Context: an optimization exercise on an open-source flow, tuned for small area and a short achievable clock period. The choices shown serve that exercise and are no tape-out recipe.
No functional check of the RTL was part of this run.

$ cat flow/config.mk
export PLATFORM = sky130hd
export DESIGN_NAME = line_decoder
export DESIGN_NICKNAME = line_decoder
export VERILOG_FILES = /design/flow/design.v
export SDC_FILE = /design/flow/constraint.sdc
export NUM_CORES = 4
export LEC_CHECK = 0
export CAP_MARGIN = 40
export CORE_MARGIN = 2
export CORE_UTILIZATION = 40
export SLEW_MARGIN = 30
$ cat flow/constraint.sdc
create_clock -name core_clock -period 40.0 [get_ports {clk}]
set_input_delay 8.0000 -clock core_clock [delete_from_list [all_inputs] [get_ports {clk}]]
set_output_delay 8.0000 -clock core_clock [all_outputs]
set_load 0.01 [all_outputs]
$ cat flow/design.v
module line_decoder (
    input  wire         clk,
    input  wire         rst,         
    input  wire         in_valid,
    input  wire [144:0] in_code,
    output reg          out_valid,
    output reg  [127:0] out_data,
    output reg  [16:0]  out_check,
    output reg  [1:0]   out_status   
);
    localparam NBITS = 145;
    function [7:0] gf_mul;
        input [7:0] a;
        input [7:0] b;
        reg   [7:0] p;
        reg   [7:0] t;
        integer     k;
        begin
            p = 8'd0;
            t = a;
            for (k = 0; k < 8; k = k + 1) begin
                if (b[k])
                    p = p ^ t;
                t = t[7] ? ((t << 1) ^ 8'h1D) : (t << 1);
            end
            gf_mul = p;
        end
    endfunction
    function [7:0] gf_alpha_pow;
        input integer e;
        reg   [7:0]   t;
        integer       k;
        begin
            t = 8'd1;
            for (k = 0; k < (e % 255); k = k + 1)
                t = t[7] ? ((t << 1) ^ 8'h1D) : (t << 1);
            gf_alpha_pow = t;
        end
    endfunction
    function [7:0] gf_inv;
        input [7:0] a;
        reg   [7:0] r;
        reg   [7:0] sq;
        integer     k;
        begin
            r  = 8'd1;
            sq = a;
            for (k = 1; k < 8; k = k + 1) begin
                sq = gf_mul(sq, sq);    
                r  = gf_mul(r, sq);
            end
            gf_inv = r;
        end
    endfunction
    function integer bit_pos;
        input integer b;
        begin
            bit_pos = (b < 128) ? (b + 17) : (b - 128);
        end
    endfunction
    reg         r_valid;
    reg [144:0] r_code;
    always @(posedge clk) begin
        if (rst)
            r_valid <= 1'b0;
        else
            r_valid <= in_valid;
        r_code <= in_code;
    end
    reg [7:0] s1;
    reg [7:0] s3;
    reg       par;
    integer   i;
    always @* begin
        s1  = 8'd0;
        s3  = 8'd0;
        par = 1'b0;
        for (i = 0; i < NBITS; i = i + 1) begin
            if (r_code[i]) begin
                s1  = s1 ^ gf_alpha_pow(bit_pos(i));
                s3  = s3 ^ gf_alpha_pow(3 * bit_pos(i));
                par = ~par;
            end
        end
    end
    wire [7:0] s1_sq   = gf_mul(s1, s1);
    wire [7:0] s1_cube = gf_mul(s1_sq, s1);
    wire [7:0] s1_inv  = gf_inv(s1);
    wire [7:0] sigma2  = gf_mul(s3 ^ s1_cube, s1_inv);
    reg [NBITS-1:0] single_hit;
    reg [NBITS-1:0] double_hit;
    reg [7:0]       x;
    reg [7:0]       n_double;
    integer         j;
    always @* begin
        n_double = 8'd0;
        for (j = 0; j < NBITS; j = j + 1) begin
            x = gf_alpha_pow(bit_pos(j));
            single_hit[j] = (s1 == x);
            double_hit[j] = ((gf_mul(x, x) ^ gf_mul(s1, x) ^ sigma2) == 8'd0);
            n_double = n_double + {7'd0, double_hit[j]};
        end
    end
    wire syn_zero   = (s1 == 8'd0) && (s3 == 8'd0) && !par;
    wire cube_match = (s3 == s1_cube);
    wire one_ok     = par && (s1 != 8'd0) && cube_match && (|single_hit);
    wire two_ok     = !par && (s1 != 8'd0) && !cube_match && (n_double == 8'd2);
    reg [1:0]       status;
    reg [NBITS-1:0] fixed;
    always @* begin
        if (syn_zero) begin
            status = 2'd0;
            fixed  = r_code;
        end else if (one_ok) begin
            status = 2'd1;
            fixed  = r_code ^ single_hit;
        end else if (two_ok) begin
            status = 2'd2;
            fixed  = r_code ^ double_hit;
        end else begin
            status = 2'd3;
            fixed  = {NBITS{1'b0}};
        end
    end
    always @(posedge clk) begin
        if (rst)
            out_valid <= 1'b0;
        else
            out_valid <= r_valid;
        out_data   <= fixed[127:0];
        out_check  <= fixed[144:128];
        out_status <= status;
    end
endmodule
$ cat flow/run.sh
#!/bin/bash
# synth_recipe.tcl (not shown) runs the flow's synth.tcl, then flattens the netlist and writes it again
# the make line also repeats each setting of config.mk as NAME=value (left out here)
make -C /OpenROAD-flow-scripts/flow DESIGN_CONFIG=/design/flow/config.mk WORK_HOME=/design/flow/orfs CLKGATE_MAP_FILE= SYNTH_SCRIPT=/design/flow/synth_recipe.tcl finish
==> flow_metrics.env <==
export IMPL_cpPeakStageDelay_ps=930
export IMPL_cts_root_buf="clkbuf_16"
export IMPL_drt_pass1_iter_count=7
export IMPL_synth_flop_cell="dfxtp_1"
export IMPL_ys_top_cells_by_area="xnor2_1 (27%), dfxtp_1 (10%), xnor3_1 (9.4%)"
export IMPL_fin_setup_tns_ps=0
export IMPL_design_core_area_um2=143000
export IMPL_wl_per_cell_um=40.4
export IMPL_syn_cell_area_um2=57400
export IMPL_setup_violations=0
export IMPL_post_drt_via_cell_ratio=6.41
export IMPL_drc=0
export IMPL_numCtsBuffers=31
export IMPL_synth_cell_type_count=108
export IMPL_dieArea_um2=147000
export IMPL_r2r_end="out_data[44]$_DFF_P_"
export IMPL_port_buffers=295
export IMPL_startpoint_type="flop"
export IMPL_outcome="complete, no violations"
export IMPL_grt_first_pass_wirelength_um=486000
export IMPL_hold_end="out_valid$_SDFF_PP0_"
export IMPL_grt_max_degree=131
export IMPL_synth_largest_area_cell="xnor2_1"
export IMPL_routed_wl_um=364000
export IMPL_postCtsSetupBuffers=0
export IMPL_ant_nets=0
export IMPL_synthCells=6869
export IMPL_max_freq_mhz=28.6
export IMPL_synth_top_area_share_pct=26.7
export IMPL_drt_iter0_drc=8249
export IMPL_ys_async_sr_fraction_pct=0
export IMPL_timing_rr_start="r_code[26]$_DFF_P_"
export IMPL_slew_headroom_pct=31.2
export IMPL_clk_pin_slew_ps=70
export IMPL_worstMarginPinSlew_ps=1020
export IMPL_dp_hpwl_um=281000
export IMPL_nets=7419
export IMPL_place_ws_ps=5800
export IMPL_area_growth_pct=15.2
export IMPL_cts_resized=0
export IMPL_clock_sinks=294
export IMPL_insertion_delay_ps=610
export IMPL_min_period_over_period_pct=87.5
export IMPL_grt_usage_pct=48.1
export IMPL_post_synth_cell_area_avg_um2=8.36
export IMPL_antenna_found_initial=22
export IMPL_htree_num_levels=1
export IMPL_cts_tree="built"
export IMPL_yosysSeqAreaShare_pct=10.2
export IMPL_initial_core_util_pct=40.1
export IMPL_ys_seq_elements=294
export IMPL_cp_max_fo=48
export IMPL_clock_path_buffers=3
export IMPL_pin_count=296
export IMPL_drive_gt1_share_pct=11.5
export IMPL_via_count=57800
export IMPL_hold_path_class="flop to flop"
export IMPL_endpoint_kind="flop"
export IMPL_fin_skew_ps=19.4
export IMPL_final_util_pct=46.2
export IMPL_reg2reg_depth=99
export IMPL_rows=139
export IMPL_die_x_um=383
export IMPL_arrival_ps=35400
export IMPL_setup_ws_ps=5010
export IMPL_hold_violations=0
export IMPL_gp_congestion=1.13
export IMPL_slew_viol_final=0
export IMPL_ys_warn_count=1
export IMPL_critPathKind="flop to flop"
export IMPL_cts_hold_buf=0
export IMPL_hp_start="r_valid$_SDFF_PP0_"
export IMPL_synth_edf_count=0
export IMPL_crit_required_ps=40410
export IMPL_finalCriticalPeriod_ps=34990
export IMPL_crit_path_frequent_cell="xnor2_1"
export IMPL_first_global_vias=54400
export IMPL_reg2reg_slack_ps=5010
export IMPL_grt_setup_unrepaired="no"
export IMPL_die_h_um=383
export IMPL_slowest_stage="xor3_4"
export IMPL_drv_cap=0
export IMPL_syn_nets=7206
export IMPL_min_path_cells=1
export IMPL_overflow=0
-- kinds of logic (layout without fill, tap and decap cells) --
group	after synthesis	after routing	share of synthesized area, %
AO/OA/AOI/OAI	1098	1098	13.4
XOR/XNOR	2597	2597	47.9
AND/OR/NAND/NOR	1803	1803	14.9
adder cells (fa/ha/maj)	189	189	5.84
flip-flops	294	294	10.2
multiplexers	102	102	1.81
other	0	8	0
buffers and inverters	786	1024	5.91
-- worst max-delay path: cells and delay by family, from the launching register on --
kind            cells  cell delay (ps)
fa+ha+maj          18             8270
buf+inv            20             5070
compound gates     11             4450
flops               1              790
xor+xnor           34            12090
mux                 1              190
simple gates       15             3700
-- cells in the mapped netlist, types with 27 or more instances --
cell type,instances
xnor2_1,1750
nor2_1,513
nand2_1,504
xor2_1,482
clkbuf_1,312
dfxtp_1,294
xnor3_1,239
inv_1,210
a21oi_1,209
o21ai_0,179
nand3_1,165
nor3_1,155
fa_1,132
buf_2,114
nand4_1,105
mux2i_1,88
nor4_1,82
o221ai_1,79
a22oi_1,78
o22ai_1,75
buf_1,65
ha_1,57
o21ai_1,54
a221o_1,52
xnor2_2,52
o31ai_1,51
buf_4,48
or3_1,43
and2_1,41
and3_1,40
a211oi_1,33
xor3_1,32
a31oi_1,31
nor2b_1,27
o211ai_1,27
-- layout make-up --
type                            instances  area [µm²]
Fill cell                           14100       76900
Timing Repair Buffer                  736        6460
Sequential cell                       294        5890
Antenna cell                            8        20.0
Multi-Input combinational cell       5789       49500
Inverter                              230         863
Clock buffer                           36         815
Tap cell                             1903        2380
Clock inverter                         22         292
-- worst max path at each step --
| stage | start | endpoint | slack, ps | cells after the start |
|---|---|---|---|---|
| detailed placement | r_code[26]$_DFF_P_ | out_data[85]$_DFF_P_ | 5800 | 100 |
| global route | r_code[26]$_DFF_P_ | out_data[44]$_DFF_P_ | 3760 | 99 |
| floorplan | r_code[26]$_DFF_P_ | out_data[62]$_DFF_P_ | 11230 | 113 |
| global placement | r_code[26]$_DFF_P_ | out_data[85]$_DFF_P_ | 5730 | 103 |
| CTS | r_code[26]$_DFF_P_ | out_data[85]$_DFF_P_ | 5700 | 103 |
| finish | r_code[26]$_DFF_P_ | out_data[44]$_DFF_P_ | 5010 | 99 |
-- routing by layer --
metal  GRT usage, %  up-vias  share of wire [%]  wire [µm]
li1               -    23800                  -          -
met1           59.4    28600                 38     138000
met2           67.6     4212                 40     145000
met3           18.8     1146                 13      47900
met4           34.7       14                9.1      33300
met5              0        -              0.047        170
-- placed cells by master (no fill, tap or decap), drive strengths merged, types with 210 or more instances in the layout --
cell type / count
a21oi: 210
buf: 436
clkdlybuf4s50: 295
dfxtp: 294
inv: 233
nand2: 504
nor2: 516
o21ai: 233
xnor2: 1812
xnor3: 249
xor2: 500
-- metrics by stage --
stage	hold WS, ps	instances	cell area (µm²)
2_1_floorplan	414	6869	57400
3_5_place_dp	434	8933	64900
6_report	446	9018	66200
5_1_grt	463	9010	66200
3_3_place_gp	418	8887	64200
4_1_cts	450	8991	66000
-- registers in the layout, summed over array words and instances (netlist names) --
| name | cells |
|---|---|
| out_data | 128 |
| out_valid | 1 |
| out_check | 17 |
| r_code | 145 |
| out_status | 2 |
| r_valid | 1 |

[port drivers added, routing unchanged]
In the flow no input, the clock included, has a driving cell. The finished layout below was timed again as built, in two steps. Step 1 assumes that a clkbuf_16 drives the clock port and a buf_2 every other input. Step 2 also shifts input and output timing later by t, the mid clock arrival at the registers, as if the neighbouring blocks saw the same clock. a / b / c = no drivers / after step 1 / after step 2; a / b = the first two.
shift t [ns]: 0.649
slack for setup (ns): 5.007 / 5.007 / 5.007
worst data-port slew with drivers (ns): 0.10
After both steps this run still meets setup and hold. The setup slack of this run moves by 0.000 ns with the drivers and by 0.000 ns with both steps.
